From an optimization exercise on the open Yosys and OpenROAD flow, aimed at small area; shortcuts taken in it are not production practice.
Only simulation tests tie the RTL to the original design; equivalence was not proved.

==> v36 <==
## loop_engine
module loop_engine (
    input  wire         clk,
    input  wire         rst,             
    input  wire         start,           
    input  wire         init,            
    output wire         ready,
    output reg          done,
    input  wire         dact,            
    input  wire         d_on_pv,         
    input  wire [1:0]   nreg,            
    input  wire [1:0]   sch_src,         
    input  wire         pv_scaled,       
    input  wire [31:0]  pv_ofs,
    input  wire [15:0]  pv_scl,
    input  wire [4:0]   pv_sh,
    input  wire [1:0]   mode,            
    input  wire [1:0]   fault_act,       
    input  wire [15:0]  hold_max,
    input  wire [15:0]  man_out,
    input  wire [15:0]  out_hi,
    input  wire [15:0]  out_lo,
    input  wire [15:0]  fallback,
    input  wire [15:0]  bias,
    input  wire [15:0]  hyst,
    input  wire [15:0]  kf,
    input  wire [63:0]  re_kp,
    input  wire [15:0]  re_kp_sh,
    input  wire [63:0]  re_ki,
    input  wire [15:0]  re_ki_sh,
    input  wire [63:0]  re_kd,
    input  wire [15:0]  re_kd_sh,
    input  wire [63:0]  re_kff,
    input  wire [15:0]  re_kff_sh,
    input  wire [63:0]  re_bound,        
    input  wire [31:0]  pv_raw,
    input  wire [1:0]   pv_q,            
    input  wire [15:0]  sp_in,
    input  wire         sp_valid,
    input  wire [15:0]  ff_in,
    input  wire         ff_valid,
    input  wire [15:0]  trk_in,
    input  wire         trk_valid,
    input  wire [15:0]  sch_in,
    input  wire         sch_valid,
    input  wire [15:0]  out_ref_in,      
    output reg  [39:0]  i_acc,
    output reg  [15:0]  out,
    output reg  [15:0]  pv_last,
    output reg  [15:0]  x_prev,
    output reg  [15:0]  df,
    output reg  [15:0]  sp_eff,
    output reg  [15:0]  ff_last,
    output reg  [1:0]   region,
    output reg          sat_hi,
    output reg          sat_lo,
    output reg          in_fault,
    output reg  [1:0]   q_last,
    output reg          auto_st,
    output reg  [15:0]  bad,
    output reg          executed,        
    output reg          ev_fault,        
    output reg          ev_forced_man,   
    output reg          ev_region,       
    output reg          ev_sat           
);
clock: 180.0 ns
lec_check: 0
abc_area: 1
cap_margin: 20
core_margin: 2
core_utilization: 60
place_density: 0.75
slew_margin: 20
run.sh (not shown) runs the stock make flow with config.mk's settings and CLKGATE_MAP_FILE= SYNTH_SCRIPT=/design/flow/synth_recipe.tcl, a recipe that flattens the netlist after the stock synthesis.
==> inputs of v33, as changes to v36 <==
--- a/flow/design.v
+++ b/flow/design.v
@@ -127,16 +127,39 @@
     wire [3:0]  c_kd_sh  = re_kd_sh [4*region  +: 4];
     wire [15:0] c_kff    = re_kff   [16*region +: 16];
     wire [3:0]  c_kff_sh = re_kff_sh[4*region  +: 4];
     reg  [16:0] ma;
     reg  [15:0] mb;
     reg  [3:0]  msh;
-    wire signed [32:0] prod = $signed(ma) * $signed(mb);
-    wire [46:0] tw = {{15{prod[31]}}, prod[31:0]} << msh;
-    wire        t_ovf = ~((&tw[46:39]) | ~(|tw[46:39]));
-    wire [39:0] term = t_ovf ? {tw[46], {39{~tw[46]}}} : tw[39:0];
+    reg  [32:0] prod;
+    reg  [2:0]  bg;
+    reg  [17:0] bm;
+    reg         b_one, b_two, b_neg;
+    integer     bk;
+    always @* begin
+        prod = 33'd0;
+        for (bk = 0; bk < 8; bk = bk + 1) begin
+            bg    = {mb[2*bk+1], mb[2*bk], (bk == 0) ? 1'b0 : mb[2*bk-1]};
+            b_one = bg[0] ^ bg[1];
+            b_two = (bg == 3'b011) | (bg == 3'b100);
+            b_neg = bg[2] & ~(bg[1] & bg[0]);
+            bm    = b_one ? {ma[16], ma} : b_two ? {ma, 1'b0} : 18'd0;
+            bm    = b_neg ? ~bm : bm;
+            prod  = prod + ({15'd0, ~bm[17], bm[16:0]} << (2*bk)) + ({32'd0, b_neg} << (2*bk));
+        end
+        prod = prod - 33'h0_AAAA_0000;
+    end
+    wire [39:0] tw = {{8{prod[31]}}, prod[31:0]} << msh;
+    reg         t_ovf;
+    integer     ti;
+    always @* begin
+        t_ovf = 1'b0;
+        for (ti = 24; ti < 31; ti = ti + 1)
+            if (ti + msh >= 39 && prod[ti] != prod[31]) t_ovf = 1'b1;
+    end
+    wire [39:0] term = t_ovf ? {prod[31], {39{~prod[31]}}} : tw;
     reg  [48:0] opa, opb;
     reg         sub, sat_en;
     wire [48:0] sum = opa + (sub ? ~opb : opb) + {48'd0, sub};
     wire        s_ovf = sat_en & ~((&sum[48:39]) | ~(|sum[48:39]));
     wire [48:0] res = s_ovf ? {{10{sum[48]}}, {39{~sum[48]}}} : sum;
     wire        res_neg = res[48];
==> flow/flow/run.sh (new file) <==
#!/bin/bash
# Standard layout, with the port buffers made from the smallest buffer cell.
export BUFFER_PORTS_ARGS="-buffer_cell sky130_fd_sc_hd__buf_1"
bash standard.sh > standard.log 2>&1
==> flow/standard.sh (new file) <==
#!/bin/bash
# synth_recipe.tcl (not shown) runs the flow's synth.tcl, then flattens the netlist and writes it again
# the make line also repeats each setting of config.mk as NAME=value (left out here)
make -C /OpenROAD-flow-scripts/flow DESIGN_CONFIG=/design/flow/config.mk WORK_HOME=/design/flow/orfs CLKGATE_MAP_FILE= SYNTH_SCRIPT=/design/flow/synth_recipe.tcl "${@:-finish}"
--- a/flow/config.mk
+++ b/flow/config.mk
@@ -5,9 +5,9 @@
 export SDC_FILE = /design/flow/constraint.sdc
 export NUM_CORES = 4
 export LEC_CHECK = 0
 export ABC_AREA = 1
 export CAP_MARGIN = 20
 export CORE_MARGIN = 2
-export CORE_UTILIZATION = 60
-export PLACE_DENSITY = 0.75
+export CORE_UTILIZATION = 45
+export PLACE_DENSITY = 0.65
 export SLEW_MARGIN = 20
removed: flow/run.sh
==> inputs of v10, as changes to v36 <==
--- a/flow/design.v
+++ b/flow/design.v
@@ -127,16 +127,39 @@
     wire [3:0]  c_kd_sh  = re_kd_sh [4*region  +: 4];
     wire [15:0] c_kff    = re_kff   [16*region +: 16];
     wire [3:0]  c_kff_sh = re_kff_sh[4*region  +: 4];
     reg  [16:0] ma;
     reg  [15:0] mb;
     reg  [3:0]  msh;
-    wire signed [32:0] prod = $signed(ma) * $signed(mb);
-    wire [46:0] tw = {{15{prod[31]}}, prod[31:0]} << msh;
-    wire        t_ovf = ~((&tw[46:39]) | ~(|tw[46:39]));
-    wire [39:0] term = t_ovf ? {tw[46], {39{~tw[46]}}} : tw[39:0];
+    reg  [32:0] prod;
+    reg  [2:0]  bg;
+    reg  [17:0] bm;
+    reg         b_one, b_two, b_neg;
+    integer     bk;
+    always @* begin
+        prod = 33'd0;
+        for (bk = 0; bk < 8; bk = bk + 1) begin
+            bg    = {mb[2*bk+1], mb[2*bk], (bk == 0) ? 1'b0 : mb[2*bk-1]};
+            b_one = bg[0] ^ bg[1];
+            b_two = (bg == 3'b011) | (bg == 3'b100);
+            b_neg = bg[2] & ~(bg[1] & bg[0]);
+            bm    = b_one ? {ma[16], ma} : b_two ? {ma, 1'b0} : 18'd0;
+            bm    = b_neg ? ~bm : bm;
+            prod  = prod + ({15'd0, ~bm[17], bm[16:0]} << (2*bk)) + ({32'd0, b_neg} << (2*bk));
+        end
+        prod = prod - 33'h0_AAAA_0000;
+    end
+    wire [39:0] tw = {{8{prod[31]}}, prod[31:0]} << msh;
+    reg         t_ovf;
+    integer     ti;
+    always @* begin
+        t_ovf = 1'b0;
+        for (ti = 24; ti < 31; ti = ti + 1)
+            if (ti + msh >= 39 && prod[ti] != prod[31]) t_ovf = 1'b1;
+    end
+    wire [39:0] term = t_ovf ? {prod[31], {39{~prod[31]}}} : tw;
     reg  [48:0] opa, opb;
     reg         sub, sat_en;
     wire [48:0] sum = opa + (sub ? ~opb : opb) + {48'd0, sub};
     wire        s_ovf = sat_en & ~((&sum[48:39]) | ~(|sum[48:39]));
     wire [48:0] res = s_ovf ? {{10{sum[48]}}, {39{~sum[48]}}} : sum;
     wire        res_neg = res[48];
--- a/flow/config.mk
+++ b/flow/config.mk
@@ -5,9 +5,9 @@
 export SDC_FILE = /design/flow/constraint.sdc
 export NUM_CORES = 4
 export LEC_CHECK = 0
 export ABC_AREA = 1
 export CAP_MARGIN = 20
 export CORE_MARGIN = 2
-export CORE_UTILIZATION = 60
-export PLACE_DENSITY = 0.75
+export CORE_UTILIZATION = 45
+export PLACE_DENSITY = 0.65
 export SLEW_MARGIN = 20
==> notes <==
Between v33 and v10, the lower critical path depth is in v33 (gap 2). v33 completed with no timing, DRC or antenna violations. v10 passed the timing, DRC and antenna checks. v36 stopped in global routing (5_1_grt). Utilization: v10 is higher than v33 (5.7 points). Count of clock-buffer cells in the layout: v33 is higher than v10 (7). Of v10 and v33, v10 has the higher final area (gap about 11%, measured against v33).
==> figures <==
	v10	v36	v33
Class of the worst hold path	flip-flop to flip-flop	-	flip-flop to flip-flop
Count of non-filler cells in the finished layout	8561	-	8573
DRT met1 WL	93600 µm	-	97300 µm
Basic-gate share of the synthesized area counting and, or, nand and nor cells	28.0%	29.6%	28.0%
Hold Path Cell Cnt	2	-	2
Status	timing/DRC/antenna clean	aborted with a tool error	timing/DRC/antenna clean
Last stage reached	-	global routing (5_1_grt)	-
Cells after synthesis	6605	7165	6605
Launching element type of the critical path	primary input	-	primary input
Tap cell instance count	1243	-	1243
Proportion of cell area occupied by multi-input gates	58.4%	-	65.0%
WL met3	45100 µm	-	44100 µm
Post-detailed-route DRC marker count	0	-	0

[separate check: timing with driven ports]
How much do the figures lean on ideal ports? The routed layouts below were timed once more, with nothing changed but the port constraints. Step 1 sets driving cells, clkbuf_16 on the clock port and buf_2 on the other inputs (assumed; they add their load-dependent delay and slew). Step 2 adds t to the input delays and takes it off the output delays; t is the mean of the earliest and latest rising clock arrival at the registers after step 1. Input paths then give back, and output paths get back, about the clock's delay inside the block. a / b / c = ideal ports / drivers / drivers and shift; a / b = the first two.
run | t, ns | setup WS [ns] | latest minus earliest clock arrival (ns)
v33 | 0.736 | 119.291 / 119.334 / 118.598 | 0.045 / 0.045
v10 | 0.728 | 119.036 / 119.081 / 118.352 | 0.040 / 0.041
After both steps every run listed still meets setup and hold. For v33, which loses most, drivers alone change the setup slack by +0.043 ns; drivers and shift together by -0.693 ns.
